Source: an optimization exercise on an open RTL-to-GDS flow (aim: small area). Production flows keep margins and buffers that such runs may drop. No functional check of the RTL was part of any run shown here.

$ cat flow/design.v
module chervil_gain_rom (
    input  wire [7:0]  code,
    output reg  [16:0] factor
);
    always @(*) begin
        case (code)
            8'd0: factor = 17'd65536;
            8'd1: factor = 17'd61870;
            8'd2: factor = 17'd58409;
            8'd3: factor = 17'd55142;
            8'd4: factor = 17'd52057;
            8'd5: factor = 17'd49145;
            8'd6: factor = 17'd46396;
            8'd7: factor = 17'd43801;
            8'd8: factor = 17'd41350;
            8'd9: factor = 17'd39037;
            8'd10: factor = 17'd36854;
            8'd11: factor = 17'd34792;
            8'd12: factor = 17'd32846;
            8'd13: factor = 17'd31008;
            8'd14: factor = 17'd29274;
            8'd15: factor = 17'd27636;
            8'd16: factor = 17'd26090;
            8'd17: factor = 17'd24631;
            8'd18: factor = 17'd23253;
            8'd19: factor = 17'd21952;
            8'd20: factor = 17'd20724;
            8'd21: factor = 17'd19565;
            8'd22: factor = 17'd18471;
            8'd23: factor = 17'd17437;
            8'd24: factor = 17'd16462;
            8'd25: factor = 17'd15541;
            8'd26: factor = 17'd14672;
            8'd27: factor = 17'd13851;
            8'd28: factor = 17'd13076;
            8'd29: factor = 17'd12345;
            8'd30: factor = 17'd11654;
            8'd31: factor = 17'd11002;
            8'd32: factor = 17'd10387;
            8'd33: factor = 17'd9806;
            8'd34: factor = 17'd9257;
            8'd35: factor = 17'd8739;
            8'd36: factor = 17'd8250;
            8'd37: factor = 17'd7789;
            8'd38: factor = 17'd7353;
            8'd39: factor = 17'd6942;
            8'd40: factor = 17'd6554;
            8'd41: factor = 17'd6187;
            8'd42: factor = 17'd5841;
            8'd43: factor = 17'd5514;
            8'd44: factor = 17'd5206;
            8'd45: factor = 17'd4915;
            8'd46: factor = 17'd4640;
            8'd47: factor = 17'd4380;
            8'd48: factor = 17'd4135;
            8'd49: factor = 17'd3904;
            8'd50: factor = 17'd3685;
            8'd51: factor = 17'd3479;
            8'd52: factor = 17'd3285;
            8'd53: factor = 17'd3101;
            8'd54: factor = 17'd2927;
            8'd55: factor = 17'd2764;
            8'd56: factor = 17'd2609;
            8'd57: factor = 17'd2463;
            8'd58: factor = 17'd2325;
            8'd59: factor = 17'd2195;
            8'd60: factor = 17'd2072;
            8'd61: factor = 17'd1957;
            8'd62: factor = 17'd1847;
            8'd63: factor = 17'd1744;
            8'd64: factor = 17'd1646;
            8'd65: factor = 17'd1554;
            8'd66: factor = 17'd1467;
            8'd67: factor = 17'd1385;
            8'd68: factor = 17'd1308;
            8'd69: factor = 17'd1234;
            8'd70: factor = 17'd1165;
            8'd71: factor = 17'd1100;
            8'd72: factor = 17'd1039;
            8'd73: factor = 17'd981;
            8'd74: factor = 17'd926;
            8'd75: factor = 17'd874;
            8'd76: factor = 17'd825;
            8'd77: factor = 17'd779;
            8'd78: factor = 17'd735;
            8'd79: factor = 17'd694;
            8'd80: factor = 17'd655;
            8'd81: factor = 17'd619;
            8'd82: factor = 17'd584;
            8'd83: factor = 17'd551;
            8'd84: factor = 17'd521;
            8'd85: factor = 17'd491;
            8'd86: factor = 17'd464;
            8'd87: factor = 17'd438;
            8'd88: factor = 17'd414;
            8'd89: factor = 17'd390;
            8'd90: factor = 17'd369;
            8'd91: factor = 17'd348;
            8'd92: factor = 17'd328;
            8'd93: factor = 17'd310;
            8'd94: factor = 17'd293;
            8'd95: factor = 17'd276;
            8'd96: factor = 17'd261;
            8'd97: factor = 17'd246;
            8'd98: factor = 17'd233;
            8'd99: factor = 17'd220;
            8'd100: factor = 17'd207;
            8'd101: factor = 17'd196;
            8'd102: factor = 17'd185;
            8'd103: factor = 17'd174;
            8'd104: factor = 17'd165;
            8'd105: factor = 17'd155;
            8'd106: factor = 17'd147;
            8'd107: factor = 17'd139;
            8'd108: factor = 17'd131;
            8'd109: factor = 17'd123;
            8'd110: factor = 17'd117;
            8'd111: factor = 17'd110;
            8'd112: factor = 17'd104;
            8'd113: factor = 17'd98;
            8'd114: factor = 17'd93;
            8'd115: factor = 17'd87;
            8'd116: factor = 17'd83;
            8'd117: factor = 17'd78;
            8'd118: factor = 17'd74;
            8'd119: factor = 17'd69;
            8'd120: factor = 17'd66;
            8'd121: factor = 17'd62;
            8'd122: factor = 17'd58;
            8'd123: factor = 17'd55;
            8'd124: factor = 17'd52;
            8'd125: factor = 17'd49;
            8'd126: factor = 17'd46;
            8'd127: factor = 17'd44;
            8'd128: factor = 17'd41;
            8'd129: factor = 17'd39;
            8'd130: factor = 17'd37;
            8'd131: factor = 17'd35;
            8'd132: factor = 17'd33;
            8'd133: factor = 17'd31;
            8'd134: factor = 17'd29;
            8'd135: factor = 17'd28;
            8'd136: factor = 17'd26;
            8'd137: factor = 17'd25;
            8'd138: factor = 17'd23;
            8'd139: factor = 17'd22;
            8'd140: factor = 17'd21;
            8'd141: factor = 17'd20;
            8'd142: factor = 17'd18;
            8'd143: factor = 17'd17;
            8'd144: factor = 17'd16;
            8'd145: factor = 17'd16;
            8'd146: factor = 17'd15;
            8'd147: factor = 17'd14;
            8'd148: factor = 17'd13;
            8'd149: factor = 17'd12;
            8'd150: factor = 17'd12;
            8'd151: factor = 17'd11;
            8'd152: factor = 17'd10;
            8'd153: factor = 17'd10;
            8'd154: factor = 17'd9;
            8'd155: factor = 17'd9;
            8'd156: factor = 17'd8;
            8'd157: factor = 17'd8;
            8'd158: factor = 17'd7;
            8'd159: factor = 17'd7;
            8'd160: factor = 17'd7;
            8'd161: factor = 17'd6;
            8'd162: factor = 17'd6;
            8'd163: factor = 17'd6;
            8'd164: factor = 17'd5;
            8'd165: factor = 17'd5;
            8'd166: factor = 17'd5;
            8'd167: factor = 17'd4;
            8'd168: factor = 17'd4;
            8'd169: factor = 17'd4;
            8'd170: factor = 17'd4;
            8'd171: factor = 17'd3;
            8'd172: factor = 17'd3;
            8'd173: factor = 17'd3;
            8'd174: factor = 17'd3;
            8'd175: factor = 17'd3;
            8'd176: factor = 17'd3;
            8'd177: factor = 17'd2;
            8'd178: factor = 17'd2;
            8'd179: factor = 17'd2;
            8'd180: factor = 17'd2;
            8'd181: factor = 17'd2;
            8'd182: factor = 17'd2;
            8'd183: factor = 17'd2;
            8'd184: factor = 17'd2;
            8'd185: factor = 17'd2;
            8'd186: factor = 17'd1;
            8'd187: factor = 17'd1;
            8'd188: factor = 17'd1;
            8'd189: factor = 17'd1;
            8'd190: factor = 17'd1;
            8'd191: factor = 17'd1;
            8'd192: factor = 17'd1;
            8'd193: factor = 17'd1;
            8'd194: factor = 17'd1;
            8'd195: factor = 17'd1;
            8'd196: factor = 17'd1;
            8'd197: factor = 17'd1;
            8'd198: factor = 17'd1;
            8'd199: factor = 17'd1;
            8'd200: factor = 17'd1;
            8'd201: factor = 17'd1;
            8'd202: factor = 17'd1;
            8'd203: factor = 17'd1;
            8'd204: factor = 17'd1;
            8'd205: factor = 17'd0;
            8'd206: factor = 17'd0;
            8'd207: factor = 17'd0;
            8'd208: factor = 17'd0;
            8'd209: factor = 17'd0;
            8'd210: factor = 17'd0;
            8'd211: factor = 17'd0;
            8'd212: factor = 17'd0;
            8'd213: factor = 17'd0;
            8'd214: factor = 17'd0;
            8'd215: factor = 17'd0;
            8'd216: factor = 17'd0;
            8'd217: factor = 17'd0;
            8'd218: factor = 17'd0;
            8'd219: factor = 17'd0;
            8'd220: factor = 17'd0;
            8'd221: factor = 17'd0;
            8'd222: factor = 17'd0;
            8'd223: factor = 17'd0;
            8'd224: factor = 17'd0;
            8'd225: factor = 17'd0;
            8'd226: factor = 17'd0;
            8'd227: factor = 17'd0;
            8'd228: factor = 17'd0;
            8'd229: factor = 17'd0;
            8'd230: factor = 17'd0;
            8'd231: factor = 17'd0;
            8'd232: factor = 17'd0;
            8'd233: factor = 17'd0;
            8'd234: factor = 17'd0;
            8'd235: factor = 17'd0;
            8'd236: factor = 17'd0;
            8'd237: factor = 17'd0;
            8'd238: factor = 17'd0;
            8'd239: factor = 17'd0;
            8'd240: factor = 17'd0;
            8'd241: factor = 17'd0;
            8'd242: factor = 17'd0;
            8'd243: factor = 17'd0;
            8'd244: factor = 17'd0;
            8'd245: factor = 17'd0;
            8'd246: factor = 17'd0;
            8'd247: factor = 17'd0;
            8'd248: factor = 17'd0;
            8'd249: factor = 17'd0;
            8'd250: factor = 17'd0;
            8'd251: factor = 17'd0;
            8'd252: factor = 17'd0;
            8'd253: factor = 17'd0;
            8'd254: factor = 17'd0;
            8'd255: factor = 17'd0;
            default: factor = 17'd0;
        endcase
    end
endmodule
module chervil_voice_start (
    input  wire [1:0]  key,         
    input  wire [23:0] acc,
    input  wire [14:0] lfsr,
    input  wire [2:0]  phase,
    input  wire [23:0] inc,
    input  wire [3:0]  duty,
    input  wire        short_mode,
    input  wire [1:0]  kind,
    output reg  [15:0] gen,         
    output wire [23:0] next_acc,
    output wire [14:0] next_lfsr,
    output reg  [2:0]  cur_phase
);
    localparam [2:0] P_IDLE = 3'd0, P_ATTACK = 3'd1, P_RELEASE = 3'd4;
    wire key_on  = key[0];
    wire key_off = (key == 2'b10);
    wire [23:0] cur_acc  = (key == 2'b01) ? 24'd0 : acc;
    wire [14:0] cur_lfsr = key_on ? 15'h7FFF : lfsr;
    always @(*) begin
        cur_phase = phase;
        if (key_on)
            cur_phase = P_ATTACK;
        else if (key_off && phase != P_IDLE)
            cur_phase = P_RELEASE;
    end
    wire [15:0] t = cur_acc[23:8];
    always @(*) begin
        case (kind)
            2'd0:    gen = (cur_acc[23:20] <= duty) ? 16'h7FFF : 16'h8001;
            2'd1:    gen = t[15] ? {t[14], ~t[13:0], 1'b1} : {~t[14], t[13:0], 1'b0};
            2'd2:    gen = cur_lfsr[0] ? 16'h8001 : 16'h7FFF;
            default: gen = 16'h0000;
        endcase
    end
    wire [24:0] acc_sum  = {1'b0, cur_acc} + {1'b0, inc};
    wire        lfsr_tap = short_mode ? (cur_lfsr[0] ^ cur_lfsr[6]) : (cur_lfsr[0] ^ cur_lfsr[1]);
    assign next_acc  = acc_sum[23:0];
    assign next_lfsr = acc_sum[24] ? {lfsr_tap, cur_lfsr[14:1]} : cur_lfsr;
endmodule
module chervil_voice_env (
    input  wire [2:0]  phase,
    input  wire [15:0] level,
    input  wire [31:0] env,         
    output reg  [15:0] next_level,
    output reg  [2:0]  next_phase,
    output reg         set_ended
);
    localparam [2:0] P_IDLE = 3'd0, P_ATTACK = 3'd1, P_DECAY = 3'd2,
                     P_SUSTAIN = 3'd3, P_RELEASE = 3'd4;
    reg [7:0] step_code;
    always @(*) begin
        case (phase)
            P_ATTACK: step_code = env[7:0];
            P_DECAY:  step_code = env[15:8];
            default:  step_code = env[31:24];
        endcase
    end
    reg [10:0] step;
    always @(*) begin
        case (step_code)
            8'd0: step = 11'd0;
            8'd1: step = 11'd1024;
            8'd2: step = 11'd512;
            8'd3: step = 11'd341;
            8'd4: step = 11'd256;
            8'd5: step = 11'd204;
            8'd6: step = 11'd170;
            8'd7: step = 11'd146;
            8'd8: step = 11'd128;
            8'd9: step = 11'd113;
            8'd10: step = 11'd102;
            8'd11: step = 11'd93;
            8'd12: step = 11'd85;
            8'd13: step = 11'd78;
            8'd14: step = 11'd73;
            8'd15: step = 11'd68;
            8'd16: step = 11'd64;
            8'd17: step = 11'd60;
            8'd18: step = 11'd56;
            8'd19: step = 11'd53;
            8'd20: step = 11'd51;
            8'd21: step = 11'd48;
            8'd22: step = 11'd46;
            8'd23: step = 11'd44;
            8'd24: step = 11'd42;
            8'd25: step = 11'd40;
            8'd26: step = 11'd39;
            8'd27: step = 11'd37;
            8'd28: step = 11'd36;
            8'd29: step = 11'd35;
            8'd30: step = 11'd34;
            8'd31: step = 11'd33;
            8'd32: step = 11'd32;
            8'd33: step = 11'd31;
            8'd34: step = 11'd30;
            8'd35: step = 11'd29;
            8'd36: step = 11'd28;
            8'd37: step = 11'd27;
            8'd38: step = 11'd26;
            8'd39: step = 11'd26;
            8'd40: step = 11'd25;
            8'd41: step = 11'd24;
            8'd42: step = 11'd24;
            8'd43: step = 11'd23;
            8'd44: step = 11'd23;
            8'd45: step = 11'd22;
            8'd46: step = 11'd22;
            8'd47: step = 11'd21;
            8'd48: step = 11'd21;
            8'd49: step = 11'd20;
            8'd50: step = 11'd20;
            8'd51: step = 11'd20;
            8'd52: step = 11'd19;
            8'd53: step = 11'd19;
            8'd54: step = 11'd18;
            8'd55: step = 11'd18;
            8'd56: step = 11'd18;
            8'd57: step = 11'd17;
            8'd58: step = 11'd17;
            8'd59: step = 11'd17;
            8'd60: step = 11'd17;
            8'd61: step = 11'd16;
            8'd62: step = 11'd16;
            8'd63: step = 11'd16;
            8'd64: step = 11'd16;
            8'd65: step = 11'd15;
            8'd66: step = 11'd15;
            8'd67: step = 11'd15;
            8'd68: step = 11'd15;
            8'd69: step = 11'd14;
            8'd70: step = 11'd14;
            8'd71: step = 11'd14;
            8'd72: step = 11'd14;
            8'd73: step = 11'd14;
            8'd74: step = 11'd13;
            8'd75: step = 11'd13;
            8'd76: step = 11'd13;
            8'd77: step = 11'd13;
            8'd78: step = 11'd13;
            8'd79: step = 11'd12;
            8'd80: step = 11'd12;
            8'd81: step = 11'd12;
            8'd82: step = 11'd12;
            8'd83: step = 11'd12;
            8'd84: step = 11'd12;
            8'd85: step = 11'd12;
            8'd86: step = 11'd11;
            8'd87: step = 11'd11;
            8'd88: step = 11'd11;
            8'd89: step = 11'd11;
            8'd90: step = 11'd11;
            8'd91: step = 11'd11;
            8'd92: step = 11'd11;
            8'd93: step = 11'd11;
            8'd94: step = 11'd10;
            8'd95: step = 11'd10;
            8'd96: step = 11'd10;
            8'd97: step = 11'd10;
            8'd98: step = 11'd10;
            8'd99: step = 11'd10;
            8'd100: step = 11'd10;
            8'd101: step = 11'd10;
            8'd102: step = 11'd10;
            8'd103: step = 11'd9;
            8'd104: step = 11'd9;
            8'd105: step = 11'd9;
            8'd106: step = 11'd9;
            8'd107: step = 11'd9;
            8'd108: step = 11'd9;
            8'd109: step = 11'd9;
            8'd110: step = 11'd9;
            8'd111: step = 11'd9;
            8'd112: step = 11'd9;
            8'd113: step = 11'd9;
            8'd114: step = 11'd8;
            8'd115: step = 11'd8;
            8'd116: step = 11'd8;
            8'd117: step = 11'd8;
            8'd118: step = 11'd8;
            8'd119: step = 11'd8;
            8'd120: step = 11'd8;
            8'd121: step = 11'd8;
            8'd122: step = 11'd8;
            8'd123: step = 11'd8;
            8'd124: step = 11'd8;
            8'd125: step = 11'd8;
            8'd126: step = 11'd8;
            8'd127: step = 11'd8;
            8'd128: step = 11'd8;
            8'd129: step = 11'd7;
            8'd130: step = 11'd7;
            8'd131: step = 11'd7;
            8'd132: step = 11'd7;
            8'd133: step = 11'd7;
            8'd134: step = 11'd7;
            8'd135: step = 11'd7;
            8'd136: step = 11'd7;
            8'd137: step = 11'd7;
            8'd138: step = 11'd7;
            8'd139: step = 11'd7;
            8'd140: step = 11'd7;
            8'd141: step = 11'd7;
            8'd142: step = 11'd7;
            8'd143: step = 11'd7;
            8'd144: step = 11'd7;
            8'd145: step = 11'd7;
            8'd146: step = 11'd7;
            8'd147: step = 11'd6;
            8'd148: step = 11'd6;
            8'd149: step = 11'd6;
            8'd150: step = 11'd6;
            8'd151: step = 11'd6;
            8'd152: step = 11'd6;
            8'd153: step = 11'd6;
            8'd154: step = 11'd6;
            8'd155: step = 11'd6;
            8'd156: step = 11'd6;
            8'd157: step = 11'd6;
            8'd158: step = 11'd6;
            8'd159: step = 11'd6;
            8'd160: step = 11'd6;
            8'd161: step = 11'd6;
            8'd162: step = 11'd6;
            8'd163: step = 11'd6;
            8'd164: step = 11'd6;
            8'd165: step = 11'd6;
            8'd166: step = 11'd6;
            8'd167: step = 11'd6;
            8'd168: step = 11'd6;
            8'd169: step = 11'd6;
            8'd170: step = 11'd6;
            8'd171: step = 11'd5;
            8'd172: step = 11'd5;
            8'd173: step = 11'd5;
            8'd174: step = 11'd5;
            8'd175: step = 11'd5;
            8'd176: step = 11'd5;
            8'd177: step = 11'd5;
            8'd178: step = 11'd5;
            8'd179: step = 11'd5;
            8'd180: step = 11'd5;
            8'd181: step = 11'd5;
            8'd182: step = 11'd5;
            8'd183: step = 11'd5;
            8'd184: step = 11'd5;
            8'd185: step = 11'd5;
            8'd186: step = 11'd5;
            8'd187: step = 11'd5;
            8'd188: step = 11'd5;
            8'd189: step = 11'd5;
            8'd190: step = 11'd5;
            8'd191: step = 11'd5;
            8'd192: step = 11'd5;
            8'd193: step = 11'd5;
            8'd194: step = 11'd5;
            8'd195: step = 11'd5;
            8'd196: step = 11'd5;
            8'd197: step = 11'd5;
            8'd198: step = 11'd5;
            8'd199: step = 11'd5;
            8'd200: step = 11'd5;
            8'd201: step = 11'd5;
            8'd202: step = 11'd5;
            8'd203: step = 11'd5;
            8'd204: step = 11'd5;
            8'd205: step = 11'd4;
            8'd206: step = 11'd4;
            8'd207: step = 11'd4;
            8'd208: step = 11'd4;
            8'd209: step = 11'd4;
            8'd210: step = 11'd4;
            8'd211: step = 11'd4;
            8'd212: step = 11'd4;
            8'd213: step = 11'd4;
            8'd214: step = 11'd4;
            8'd215: step = 11'd4;
            8'd216: step = 11'd4;
            8'd217: step = 11'd4;
            8'd218: step = 11'd4;
            8'd219: step = 11'd4;
            8'd220: step = 11'd4;
            8'd221: step = 11'd4;
            8'd222: step = 11'd4;
            8'd223: step = 11'd4;
            8'd224: step = 11'd4;
            8'd225: step = 11'd4;
            8'd226: step = 11'd4;
            8'd227: step = 11'd4;
            8'd228: step = 11'd4;
            8'd229: step = 11'd4;
            8'd230: step = 11'd4;
            8'd231: step = 11'd4;
            8'd232: step = 11'd4;
            8'd233: step = 11'd4;
            8'd234: step = 11'd4;
            8'd235: step = 11'd4;
            8'd236: step = 11'd4;
            8'd237: step = 11'd4;
            8'd238: step = 11'd4;
            8'd239: step = 11'd4;
            8'd240: step = 11'd4;
            8'd241: step = 11'd4;
            8'd242: step = 11'd4;
            8'd243: step = 11'd4;
            8'd244: step = 11'd4;
            8'd245: step = 11'd4;
            8'd246: step = 11'd4;
            8'd247: step = 11'd4;
            8'd248: step = 11'd4;
            8'd249: step = 11'd4;
            8'd250: step = 11'd4;
            8'd251: step = 11'd4;
            8'd252: step = 11'd4;
            8'd253: step = 11'd4;
            8'd254: step = 11'd4;
            8'd255: step = 11'd4;
        endcase
    end
    wire [15:0] sustain_target = {env[23:16], env[23:16]};    
    wire [16:0] level_up   = {1'b0, level} + {6'd0, step};
    wire [16:0] level_down = {1'b0, level} - {6'd0, step};
    always @(*) begin
        next_level = level;
        next_phase = phase;
        set_ended  = 1'b0;
        case (phase)
            P_ATTACK: begin
                if (step_code == 8'd0 || level_up[16])
                    next_level = 16'hFFFF;
                else
                    next_level = level_up[15:0];
                if (next_level == 16'hFFFF)
                    next_phase = P_DECAY;
            end
            P_DECAY: begin
                if (step_code == 8'd0 || level_down[16] || level_down[15:0] < sustain_target)
                    next_level = sustain_target;
                else
                    next_level = level_down[15:0];
                if (next_level == sustain_target)
                    next_phase = P_SUSTAIN;
            end
            P_RELEASE: begin
                if (step_code == 8'd0 || level_down[16])
                    next_level = 16'd0;
                else
                    next_level = level_down[15:0];
                if (next_level == 16'd0) begin
                    next_phase = P_IDLE;
                    set_ended  = 1'b1;
                end
            end
            default: ;
        endcase
    end
endmodule
module chervil_mixer (
    input  wire        clk,
    input  wire        rst,
    input  wire        tick,
    input  wire        wr_en,
    input  wire        rd_en,
    input  wire [6:0]  addr,
    input  wire [31:0] wr_data,
    output wire        ready,
    output reg  [31:0] rd_data,
    output reg         out_valid,
    output wire [15:0] out_sample
);
    localparam [2:0] P_IDLE = 3'd0;
    integer s, p;
    reg [2:0]      rot;
    reg [8*24-1:0] inc_r;
    reg [8*4-1:0]  duty_r;
    reg [7:0]      short_r;
    reg [8*2-1:0]  kind_r;
    reg [8*16-1:0] amp_r;
    reg [8*32-1:0] env_r;
    reg [7:0]      ren_r;
    reg [8*8-1:0]  rgain_r;
    reg [8*2-1:0]  key_r;        
    reg [7:0]      ended_r;
    reg [7:0]      flag_r;       
    reg [8*24-1:0] acc_r;
    reg [8*15-1:0] lfsr_r;
    reg [8*16-1:0] level_r;
    reg [8*3-1:0]  phase_r;
    reg [7:0]  mix_gain;
    reg [15:0] peak;
    reg [15:0] clips;
    reg        busy;
    reg [2:0]  k;
    reg [3:0]  w;
    wire proc  = busy & ~w[3];
    wire k0    = proc & (k == 3'd0);
    wire k4    = proc & (k == 3'd4);
    wire k6    = proc & (k == 3'd6);
    wire lo    = k[0] ^ w[3];                  
    assign ready = ~busy;
    wire [2:0] wslot = addr[5:3] + rot + 3'd1;       
    wire       wvoice = wr_en & ~addr[6];
    wire [7:0] wsel  = wvoice ? (8'd1 << wslot) : 8'd0;
    wire [1:0] key_op = wr_data[1:0];
    wire       key_valid = (key_op == 2'd1) || (key_op == 2'd2);
    wire [23:0] wd_inc   = rst ? 24'd0 : wr_data[23:0];
    wire [3:0]  wd_duty  = rst ? 4'd7  : wr_data[3:0];
    wire        wd_short = ~rst & wr_data[4];
    wire [1:0]  wd_kind  = rst ? 2'd0  : wr_data[6:5];
    wire [15:0] wd_amp   = rst ? 16'd0 : wr_data[15:0];
    wire [31:0] wd_env   = rst ? 32'h00FF_0000 : wr_data;
    wire        wd_ren   = ~rst & wr_data[11];
    wire [7:0]  wd_rgain = rst ? 8'd0  : wr_data[23:16];
    wire [1:0]  wd_key   = rst ? 2'd0  : (key_op == 2'd1) ? {wr_data[2], 1'b1} : 2'b10;
    reg [7:0] we_key, we_freq, we_shape, we_amp, we_env, we_route, clr_ended;
    always @(*) begin
        for (s = 0; s < 8; s = s + 1) begin
            we_key[s]    = rst | (wsel[s] & (addr[2:0] == 3'd0) & key_valid);
            we_freq[s]   = rst | (wsel[s] & (addr[2:0] == 3'd1));
            we_shape[s]  = rst | (wsel[s] & (addr[2:0] == 3'd2));
            we_amp[s]    = rst | (wsel[s] & (addr[2:0] == 3'd3));
            we_env[s]    = rst | (wsel[s] & (addr[2:0] == 3'd4));
            clr_ended[s] = rst | (wsel[s] & (addr[2:0] == 3'd6) & wr_data[5]);
            we_route[s]  = rst | (wsel[s] & (addr[2:0] == 3'd7));
        end
    end
    wire        f0     = flag_r[0];
    wire [23:0] acc0   = f0 ? 24'd0     : acc_r[23:0];
    wire [14:0] lfsr0  = f0 ? 15'h7FFF  : lfsr_r[14:0];
    wire [15:0] level0 = f0 ? 16'd0     : level_r[15:0];
    wire [2:0]  phase0 = f0 ? P_IDLE    : phase_r[2:0];
    wire [15:0] gen;
    wire [23:0] next_acc;
    wire [14:0] next_lfsr;
    wire [2:0]  cur_phase;
    chervil_voice_start u_start (
        .key        (key_r[1:0]),
        .acc        (acc0),
        .lfsr       (lfsr0),
        .phase      (phase0),
        .inc        (inc_r[23:0]),
        .duty       (duty_r[3:0]),
        .short_mode (short_r[0]),
        .kind       (kind_r[1:0]),
        .gen        (gen),
        .next_acc   (next_acc),
        .next_lfsr  (next_lfsr),
        .cur_phase  (cur_phase)
    );
    wire [15:0] env_level;
    wire [2:0]  env_phase;
    wire        env_ended;
    chervil_voice_env u_env (
        .phase      (phase_r[4*3 +: 3]),
        .level      (level_r[4*16 +: 16]),
        .env        (env_r[4*32 +: 32]),
        .next_level (env_level),
        .next_phase (env_phase),
        .set_ended  (env_ended)
    );
    always @(posedge clk) begin
        rot <= rst ? 3'd0 : rot + 3'd1;
        for (s = 0; s < 8; s = s + 1) begin
            p = (s + 7) % 8;
            inc_r[s*24 +: 24]  <= we_freq[s]  ? wd_inc   : inc_r[p*24 +: 24];
            duty_r[s*4 +: 4]   <= we_shape[s] ? wd_duty  : duty_r[p*4 +: 4];
            short_r[s]         <= we_shape[s] ? wd_short : short_r[p];
            kind_r[s*2 +: 2]   <= we_shape[s] ? wd_kind  : kind_r[p*2 +: 2];
            amp_r[s*16 +: 16]  <= we_amp[s]   ? wd_amp   : amp_r[p*16 +: 16];
            env_r[s*32 +: 32]  <= we_env[s]   ? wd_env   : env_r[p*32 +: 32];
            ren_r[s]           <= we_route[s] ? wd_ren   : ren_r[p];
            rgain_r[s*8 +: 8]  <= we_route[s] ? wd_rgain : rgain_r[p*8 +: 8];
            flag_r[s]          <= rst | ((s != 1) && flag_r[p]);
            if (s == 1) begin
                key_r[s*2 +: 2]    <= we_key[s] ? wd_key : (k0 ? 2'b00 : key_r[1:0]);
                ended_r[s]         <= ~clr_ended[s] & ended_r[p];
                acc_r[s*24 +: 24]  <= k0 ? next_acc  : acc0;
                lfsr_r[s*15 +: 15] <= k0 ? next_lfsr : lfsr0;
                level_r[s*16 +: 16] <= level0;
                phase_r[s*3 +: 3]  <= k0 ? cur_phase : phase0;
            end else if (s == 5) begin
                key_r[s*2 +: 2]    <= we_key[s] ? wd_key : key_r[p*2 +: 2];
                ended_r[s]         <= ~clr_ended[s] & (ended_r[p] | (k4 & env_ended));
                acc_r[s*24 +: 24]  <= acc_r[p*24 +: 24];
                lfsr_r[s*15 +: 15] <= lfsr_r[p*15 +: 15];
                level_r[s*16 +: 16] <= k4 ? env_level : level_r[p*16 +: 16];
                phase_r[s*3 +: 3]  <= k4 ? env_phase : phase_r[p*3 +: 3];
            end else begin
                key_r[s*2 +: 2]    <= we_key[s] ? wd_key : key_r[p*2 +: 2];
                ended_r[s]         <= ~clr_ended[s] & ended_r[p];
                acc_r[s*24 +: 24]  <= acc_r[p*24 +: 24];
                lfsr_r[s*15 +: 15] <= lfsr_r[p*15 +: 15];
                level_r[s*16 +: 16] <= level_r[p*16 +: 16];
                phase_r[s*3 +: 3]  <= phase_r[p*3 +: 3];
            end
        end
    end
    reg  signed [18:0] chain;
    reg  signed [18:0] tpart;
    reg  signed [18:0] acc;
    wire [7:0] rom_code = (k == 3'd5) ? rgain_r[5*8 +: 8] :
                          (k == 3'd6) ? rgain_r[6*8 +: 8] : mix_gain;
    wire [16:0] gain_factor;
    chervil_gain_rom u_rom (.code(rom_code), .factor(gain_factor));
    reg [7:0] digit;
    always @(*) begin
        if (w[3])
            digit = k[0] ? gain_factor[15:8] : gain_factor[7:0];
        else begin
            case (k)
                3'd1:    digit = amp_r[1*16 +: 8];
                3'd2:    digit = amp_r[2*16 + 8 +: 8];
                3'd3:    digit = level_r[3*16 +: 8];
                3'd4:    digit = level_r[4*16 + 8 +: 8];
                3'd5:    digit = ren_r[5] ? gain_factor[7:0]  : 8'd0;
                3'd6:    digit = ren_r[6] ? gain_factor[15:8] : 8'd0;
                default: digit = 8'd0;
            endcase
        end
    end
    wire bypass = w[3] ? (k[0] & (mix_gain == 8'd0))
                       : ((k == 3'd6) & ren_r[6] & (rgain_r[6*8 +: 8] == 8'd0));
    wire signed [18:0] tin  = lo ? 19'sd0 : tpart;
    wire signed [27:0] psum = chain * $signed({1'b0, digit}) + tin;
    wire signed [18:0] res  = bypass ? chain : psum[26:8];
    wire signed [18:0] acc_next = (w[2:0] == 3'd0 ? 19'sd0 : acc) + res;
    always @(posedge clk) begin
        tpart <= res;
        if (k0)
            chain <= {{3{gen[15]}}, gen};
        else if (proc & ((k == 3'd2) | (k == 3'd4)))
            chain <= res;
        else if (k6 & (w[2:0] == 3'd7))
            chain <= acc_next;
        if (k6)
            acc <= acc_next;
    end
    always @(posedge clk) begin
        if (rst) begin
            busy      <= 1'b0;
            out_valid <= 1'b0;
        end else begin
            out_valid <= busy & w[3] & k[0];
            if (tick & ~busy) begin
                busy <= 1'b1;
                k    <= 3'd0;
                w    <= 4'd0;
            end else if (busy) begin
                if (w[3] & k[0])
                    busy <= 1'b0;
                if (k == 3'd6) begin
                    k <= 3'd0;
                    w <= w + 4'd1;
                end else
                    k <= k + 3'd1;
            end
        end
    end
    wire clip_hi = (tpart > 19'sd32767);
    wire clip_lo = (tpart < -19'sd32768);
    assign out_sample = clip_hi ? 16'h7FFF : clip_lo ? 16'h8000 : tpart[15:0];
    wire [15:0] magnitude = out_sample[15] ? (~out_sample + 16'd1) : out_sample;
    reg [6:0] addr_q;
    reg       peak_rd;    
    always @(posedge clk) begin
        addr_q  <= addr;
        peak_rd <= ~rst & rd_en & (addr == 7'h43);
        if (rst | peak_rd) begin
            peak  <= 16'd0;
            clips <= 16'd0;
        end else if (out_valid) begin
            if (magnitude > peak)
                peak <= magnitude;
            if ((clip_hi | clip_lo) && clips != 16'hFFFF)
                clips <= clips + 16'd1;
        end
        if (rst)
            mix_gain <= 8'd0;
        else if (wr_en && addr == 7'h40)
            mix_gain <= wr_data[7:0];
    end
    wire [2:0] rslot = addr_q[5:3] + rot;
    reg [31:0] vreg;
    always @(*) begin
        vreg = 32'd0;
        for (s = 0; s < 8; s = s + 1) begin
            if (rslot == s) begin
                case (addr_q[2:0])
                    3'd1: vreg = {8'd0, inc_r[s*24 +: 24]};
                    3'd2: vreg = {25'd0, kind_r[s*2 +: 2], short_r[s], duty_r[s*4 +: 4]};
                    3'd3: vreg = {16'd0, amp_r[s*16 +: 16]};
                    3'd4: vreg = env_r[s*32 +: 32];
                    3'd6: vreg = {flag_r[s] ? 16'd0 : level_r[s*16 +: 16], 9'd0, 1'b0,
                                  ended_r[s], kind_r[s*2 +: 2],
                                  flag_r[s] ? P_IDLE : phase_r[s*3 +: 3]};
                    3'd7: vreg = {8'd0, rgain_r[s*8 +: 8], 4'd0, ren_r[s], 11'd0};
                    default: vreg = 32'd0;
                endcase
            end
        end
    end
    always @(*) begin
        if (!addr_q[6])
            rd_data = vreg;
        else if (addr_q[5:0] == 6'h00)
            rd_data = {24'd0, mix_gain};
        else if (addr_q[5:0] == 6'h03)
            rd_data = {clips, peak};
        else
            rd_data = 32'd0;
    end
endmodule
$ cat flow/run.sh
#!/bin/bash
# synth_recipe.tcl (not shown) runs the flow's synth.tcl, then flattens the netlist and writes it again
# the make line also repeats each setting of config.mk as NAME=value (left out here)
make -C /OpenROAD-flow-scripts/flow DESIGN_CONFIG=/design/flow/config.mk WORK_HOME=/design/flow/orfs CLKGATE_MAP_FILE= SYNTH_SCRIPT=/design/flow/synth_recipe.tcl finish
$ cat flow/config.mk
export PLATFORM = sky130hd
export DESIGN_NAME = chervil_mixer
export DESIGN_NICKNAME = chervil_mixer
export VERILOG_FILES = /design/flow/design.v
export SDC_FILE = /design/flow/constraint.sdc
export NUM_CORES = 8
export LEC_CHECK = 0
export ABC_AREA = 1
export CAP_MARGIN = 20
export CORE_MARGIN = 2
export CORE_UTILIZATION = 40
export SLEW_MARGIN = 20
export SYNTH_MEMORY_MAX_BITS = 16384
$ cat flow/constraint.sdc
create_clock -name core_clock -period 50.0 [get_ports {clk}]
set_input_delay 10.0000 -clock core_clock [delete_from_list [all_inputs] [get_ports {clk}]]
set_output_delay 10.0000 -clock core_clock [all_outputs]
set_load 0.01 [all_outputs]
==> impl_metrics.csv, run 1 <==
group,metric,value,unit
timing,maxSlewHeadroom,14.9,%
global_routing,grt_pass1_vias,52400,
synth,ys_async_sr_fraction,0,%
final_layout,nets,8128,
placement,portBuffers,93,
outcome,status,"complete, no violations",
timing,worst_slew_pin_slew,1.27,ns
timing,tns,0,ns
floorplan,core-area,0.150,mm²
min_path,min_path_type,"reg2reg",
cts,ctsHoldBuffers,0,
flow_run,cap_violations,0,
global_routing,grt_start_max_net_pins,166,
final_layout,area_delta_synth_final,12.2,%
timing,period_share,32.4,%
synth,synth-main-ff-cell,"dfxtp_1",
cts,clock_path_buffers,3,
global_routing,antenna_found_initial,9,
global_routing,grt_first_pass_wirelength,354,mm
timing,fin_ws,33.82,ns
worst_setup_path,crit_arrival,6.18,ns
timing,final.min_clock_period,16.18,ns
placement,placedInstanceArea,0.0634,mm²
cts,htreeDepth,4,
worst_setup_path,critPathMaxFanout,17,
cts,cts_tree,"yes",
final_layout,drive_gt1_share,5.48,%
timing,finalClockSkew,0.0286,ns
synth,ys_ff_latch,1317,
worst_setup_path,cpPeakStageDelay,1.02,ns
timing,setup-violations-final,0,
synth,netlist_area,0.0606,mm²
final_layout,stdcell_area,0.0680,mm²
worst_setup_path,crit_chain,"ha_1, fa_1, or2_2, nand2_1, clkinv_1, nor2_1, clkinv_1, o221ai_1, nor2_1, o221ai_1, nor3_1, o22ai_1, clkdlybuf4s50_1",
global_routing,grt_use_total,30.5,%
worst_setup_path,crit_path_end_kind,"primary output",
worst_setup_path,cpMaxStageDelayCell,"clkinv_1",
floorplan,row_count,142,
cts,clkTransAtPathRegs,0.06,ns
final_layout,final_common_cell,"nand2_1",
timing,rsz0062_at_grt,"false",
floorplan,pin_count,94,
synth,avgSynthCellArea,7.79,µm²
cts,clockRootBuffer,"clkbuf_16",
routing,wirelength,244,mm
cts,cts_sinks,1317,
placement,place_congestion,0.983,
routing,vias,56500,
timing,hold_viol,0,
floorplan,die_x,393,µm
floorplan,die_h,393,µm
worst_setup_path,startpoint_type,"register",
final_layout,final_util,45.3,%
final_layout,layout_common_cells,"1929 x nand2_1, 1271 x dfxtp_1, 1049 x o21ai_0, 864 x inv_1, 425 x nor2_1",
synth,yosysUniqueCellTypes,69,
routing,drt_iter0_drc,7686,
synth,yosysSeqAreaShare,44.2,%
cts,cts.repair.resized,0,
floorplan,die_area,0.155,mm²
placement,post-place-ws,34.88,ns
cts,clock_latency,0.77,ns
global_routing,grt-ovfl-total,0,
routing,drc,0,
routing,drt.antenna.violating_nets,0,
synth,synth_edf_count,45,
timing,slew_violations,0,
timing,fmax,61.8,MHz
cts,cts_buffers,139,
placement,hpwl,175,mm
routing,viasPerCell,5.72,
synth,synth_nets,8172,
worst_setup_path,required,40.00,ns
floorplan,initial_core_util,40.4,%
synth,synth_cells,7788,
synth,synth_warnings,4,
routing,first_pass_iters,9,
routing,wl_per_cell,24.7,µm
worst_setup_path,path_class,"reg2out",
cts,post_cts_buffers,0,
-- synth_stat cells, drive strengths merged, types with 77 or more instances --
cell | number | area share, %
inv | 893 | 5.5
dfxtp | 1272 | 42
nor2 | 448 | 2.8
nand3 | 218 | 1.8
nor3 | 77 | 0.65
a21oi | 283 | 2.4
ha | 195 | 4.0
nand2 | 1952 | 12
clkbuf | 311 | 1.9
o21ai | 1077 | 8.9
fa | 145 | 4.8
a22oi | 97 | 1.2
a221oi | 82 | 1.2
-- layer usage --
layer,share of wire (%),global-route usage [%]
met4,6.1,16.0
met1,42,42.0
met5,0.022,0
met2,41,44.4
met3,11,7.02
-- worst paths after layout --
| kind | startpoint | to | slack [ns] | depth (start not counted) |
|---|---|---|---|---|
| worst min-delay path | lfsr_r[60] | lfsr_r[75] | 0.31 | 0 |
| worst max-delay path | rot[0] | rd_data[11] | 33.82 | 13 |
| worst min register to register | lfsr_r[60] | lfsr_r[75] | 0.31 | 0 |
| worst max register to register | k[0] | chain[18] | 36.79 | 54 |
-- per-stage QoR --
step | cells | hold slack [ns]
final | 9874 | 0.314
after global routing | 9867 | 0.318
after CTS | 9862 | 0.306
after detailed placement | 9614 | 0.312
after global placement | 9614 | 0.310
after floorplan | 7788 | 0.310
-- cell type report --
class                           count  area (µm²)
Timing Repair Buffer              196        1740
Clock inverter                     41         398
Clock buffer                      207        4110
Tap cell                         2016        2520
Antenna cell                        7        17.5
Fill cell                       15000       82100
Inverter                          920        3470
Sequential cell                  1317       26800
Multi-Input combinational cell   5170       29000
-- critical path, delay by kind of cell (launching register included) --
| family | cells | cell delay [ns] |
|---|---|---|
| buf+inv | 3 | 2.24 |
| compound gates | 3 | 1.20 |
| simple gates | 5 | 1.02 |
| fa+ha+maj | 2 | 0.61 |
| flops | 1 | 0.34 |
-- sequential cells by signal, indices dropped and copies added, names as in the netlist, 16 cells and up --
signal	cells
clips	16
kind_r	16
duty_r	32
env_r	256
tpart	19
amp_r	128
peak	16
rgain_r	64
phase_r	24
lfsr_r	120
acc	19
inc_r	192
acc_r	192
chain	19
level_r	128
key_r	16
-- cells by family (layout without fill, tap and decap cells) --
group | Yosys count | count (layout) | synth area share [%]
simple gates | 2788 | 2788 | 18.5
xor+xnor | 89 | 89 | 1.29
other cells | 0 | 7 | 0
fa+ha+maj | 340 | 340 | 8.81
flops | 1317 | 1317 | 44.2
compound gates | 1952 | 1952 | 19.0
mux | 1 | 1 | 0.0186
buf+inv | 1301 | 1364 | 8.22
==> inputs of run 2 (changes only) <==
--- a/flow/config.mk
+++ b/flow/config.mk
@@ -8,6 +8,7 @@
 export ABC_AREA = 1
 export CAP_MARGIN = 20
 export CORE_MARGIN = 2
-export CORE_UTILIZATION = 40
+export CORE_UTILIZATION = 60
+export CTS_BUF_LIST = sky130_fd_sc_hd__clkbuf_8
 export SLEW_MARGIN = 20
 export SYNTH_MEMORY_MAX_BITS = 16384
==> run 2 against run 1 <==
Final cell count shrank 6.2%. Register-to-register slack gained 0.41 ns. First-iteration DRC count grew 9.5%. Non-clock buffer count shrank 2. Die area shrank 33%. Largest cell class unchanged. Clock skew grew 0.053 ns. Still clean. Critical endpoint is now rd_data[14]. Sequential cell count is the same.
==> impl_metrics.csv, run 2 <==
group,metric,value,unit
synth,yosysMostFrequentCell,"nand2_1",
routing,wl_per_cell,24.8,µm
timing,worst_slew_pin_slew,1.19,ns
worst_setup_path,critPathMaxFanout,17,
placement,hpwl,163,mm
timing,rsz0062_at_grt,"false",
final_layout,largest_reg_flops,256,
timing,hold_viol,0,
placement,place_congestion,1.01,
timing,period_share,33.4,%
final_layout,largest-register,"env_r",
flow_run,cap_violations,0,
cts,post_cts_buffers,0,
routing,vias,57100,
synth,synth-simple-area-share,18.5,%
cts,clockRootBuffer,"clkbuf_8",
worst_setup_path,startpoint_type,"register",
timing,finalClockSkew,0.0815,ns
outcome,status,"complete, no violations",
routing,drt.antenna.violating_nets,0,
synth,synth.mux.area_fraction,0.0186,%
timing,setup-violations-final,0,
timing,final.min_clock_period,16.72,ns
cts,cts.repair.resized,0,
global_routing,grt-ovfl-total,0,
cts,ctsHoldBuffers,0,
floorplan,initial_core_util,60.5,%
placement,placed_cells,8898,
timing,maxSlewHeadroom,19.7,%
placement,portBuffers,93,
final_layout,area_delta_synth_final,10.1,%
final_layout,layout_common_cells,"1930 x nand2_1, 1271 x dfxtp_1, 1048 x o21ai_0, 931 x inv_1, 426 x nor2_1",
worst_setup_path,cpPeakStageDelay,0.93,ns
synth,yosys.area.top_type,"dfxtp_1",
global_routing,antenna_found_initial,13,
synth,synth-compound-area-share,19.0,%
cts,cts_sinks,1317,
min_path,min_path_type,"reg2reg",
global_routing,grt_use_total,43.5,%
synth,synth_nets,8172,
worst_setup_path,required,40.00,ns
final_layout,nets,8186,
synth,synth-main-ff-cell,"dfxtp_1",
routing,wirelength,229,mm
cts,htreeDepth,4,
placement,placedInstanceArea,0.0625,mm²
timing,tns,0,ns
worst_setup_path,crit_chain,"ha_1, fa_1, or2_2, nand2_1, clkinv_1, nor2_1, buf_4, clkinv_1, a31oi_1, nor3_1, o2111ai_1, o21ai_0, o21ai_0, clkdlybuf4s50_1",
synth,synth_top_family_by_area,"compound AO/OA/AOI/OAI gates",
synth,synth_top_area_share,42.0,%
synth,yosysUniqueCellTypes,69,
worst_setup_path,r2r_start,"k[0]",
final_layout,top_regs,"env_r (256), acc_r (192), inc_r (192)",
final_layout,final_cells,9266,
worst_setup_path,crit_path_end_kind,"primary output",
floorplan,core-area,0.100,mm²
final_layout,drive_gt1_share,6.42,%
floorplan,pin_count,94,
cts,clock_path_buffers,3,
worst_setup_path,cpMaxStageDelayCell,"clkinv_1",
synth,synthTopCellsByCount,"1932 x nand2_1, 1272 x dfxtp_1, 1049 x o21ai_0, 871 x inv_1, 442 x nor2_1",
synth,netlist_area,0.0606,mm²
synth,synth_cells,7788,
synth,synth_area_leaders,"dfxtp_1 42%, nand2_1 12%, o21ai_0 8.7%, inv_1 5.4%, fa_1 4.8%",
synth,yosysSeqAreaShare,44.2,%
global_routing,grt_pass1_vias,52600,
timing,slew_violations,0,
min_path,worstHoldStart,"acc_r[127]",
synth,ys_ff_latch,1317,
worst_setup_path,crit_arrival,6.72,ns
worst_setup_path,path_class,"reg2out",
routing,drt_iter0_drc,8420,
worst_setup_path,critPathLaunch,"rot[0]",
cts,clkTransAtPathRegs,0.07,ns
cts,cts_tree,"yes",
synth,ys_async_sr_fraction,0,%
floorplan,row_count,116,
cts,clock_latency,0.95,ns
final_layout,stdcell_area,0.0668,mm²
global_routing,grt_first_pass_wirelength,335,mm
floorplan,die_h,322,µm
final_layout,final_common_cell,"nand2_1",
synth,synthAdderAreaFrac,8.81,%
cts,cts_buffers,199,
routing,drc,0,
timing,fmax,59.8,MHz
synth,synth_edf_count,45,
floorplan,die_x,322,µm
routing,first_pass_iters,6,
synth,synthXorXnorAreaFrac,1.29,%
synth,avgSynthCellArea,7.79,µm²
floorplan,die_area,0.104,mm²
global_routing,grt_start_max_net_pins,97,
synth,synth_warnings,4,
routing,viasPerCell,6.16,
## run 2: layer usage
layer  part of all wire, %  vias up  global-route usage (%)
li1                      -    25800                       -
met3                    14      788                    12.4
met5                 0.038        -                       0
met1                    39    26400                    59.3
met2                    40     4003                    61.3
met4                   6.8       12                    25.7
## run 2: layout make-up
cell class | count | area (µm²)
clock inverter | 121 | 885
timing repair buffer | 194 | 1700
antenna | 5 | 12.5
fill | 8553 | 33400
multi-input combinational | 5170 | 28900
clock buffer | 241 | 3320
tap | 1298 | 1620
sequential | 1317 | 26800
inverter | 920 | 3470
## run 2: final timing paths
kind	slack, ns	to	depth (start not counted)
worst max-delay path	33.28	rd_data[14]	14
worst min-delay path	0.30	acc_r[151]	0
worst max register to register	37.20	chain[18]	57
worst min register to register	0.30	acc_r[151]	0
## run 2: kinds of logic (layout without fill, tap and decap cells)
kind of cell / count (synthesis) / after routing
AOI/OAI and AO/OA: 1952 / 1952
xor gates and xnor gates: 89 / 89
adders and majority gates: 340 / 340
buffers and inverters: 1301 / 1476
DFF: 1317 / 1317
muxes: 1 / 1
other: 0 / 5
and+or+nand+nor: 2788 / 2788
## run 2: per-stage QoR
step / setup WS, ns / util, % / hold WS [ns]
global route: 33.08 / 66.7 / 0.320
detailed placement: 34.44 / 62.4 / 0.312
finish: 33.28 / 66.7 / 0.295
global placement: 34.49 / 62.4 / 0.310
CTS: 33.49 / 66.6 / 0.306
floorplan: 37.24 / - / 0.310
## run 2: worst max-delay path, delay by kind of cell (launching register included)
kind	cells	cell delay (ns)
compound gates	4	1.24
buf+inv	4	2.35
simple gates	4	1.25
fa+ha+maj	2	0.61
flops	1	0.34

[re-timing with driven ports]
Ports are ideal in the flow. The routed layouts listed here were re-timed in OpenROAD.
Step 1, drivers: a clkbuf_16 drives clk and a buf_2 each remaining input, both assumed.
Step 2 also shifts input and output timing later by t, the mid clock arrival at the registers, as if the neighbouring blocks saw the same clock.
a / b / c = no drivers / after step 1 / after step 2; a / b = the first two.
run | t (ns) | setup slack, ns | hold WS [ns] | worst setup path at the end
run 1 | 0.829 | 33.823 / 33.747 / 34.576 | 0.314 / 0.314 / 0.314 | register to output
run 2 | 0.979 | 33.285 / 33.217 / 34.196 | 0.295 / 0.295 / 0.295 | register to output
After both steps every run listed still meets setup and hold.
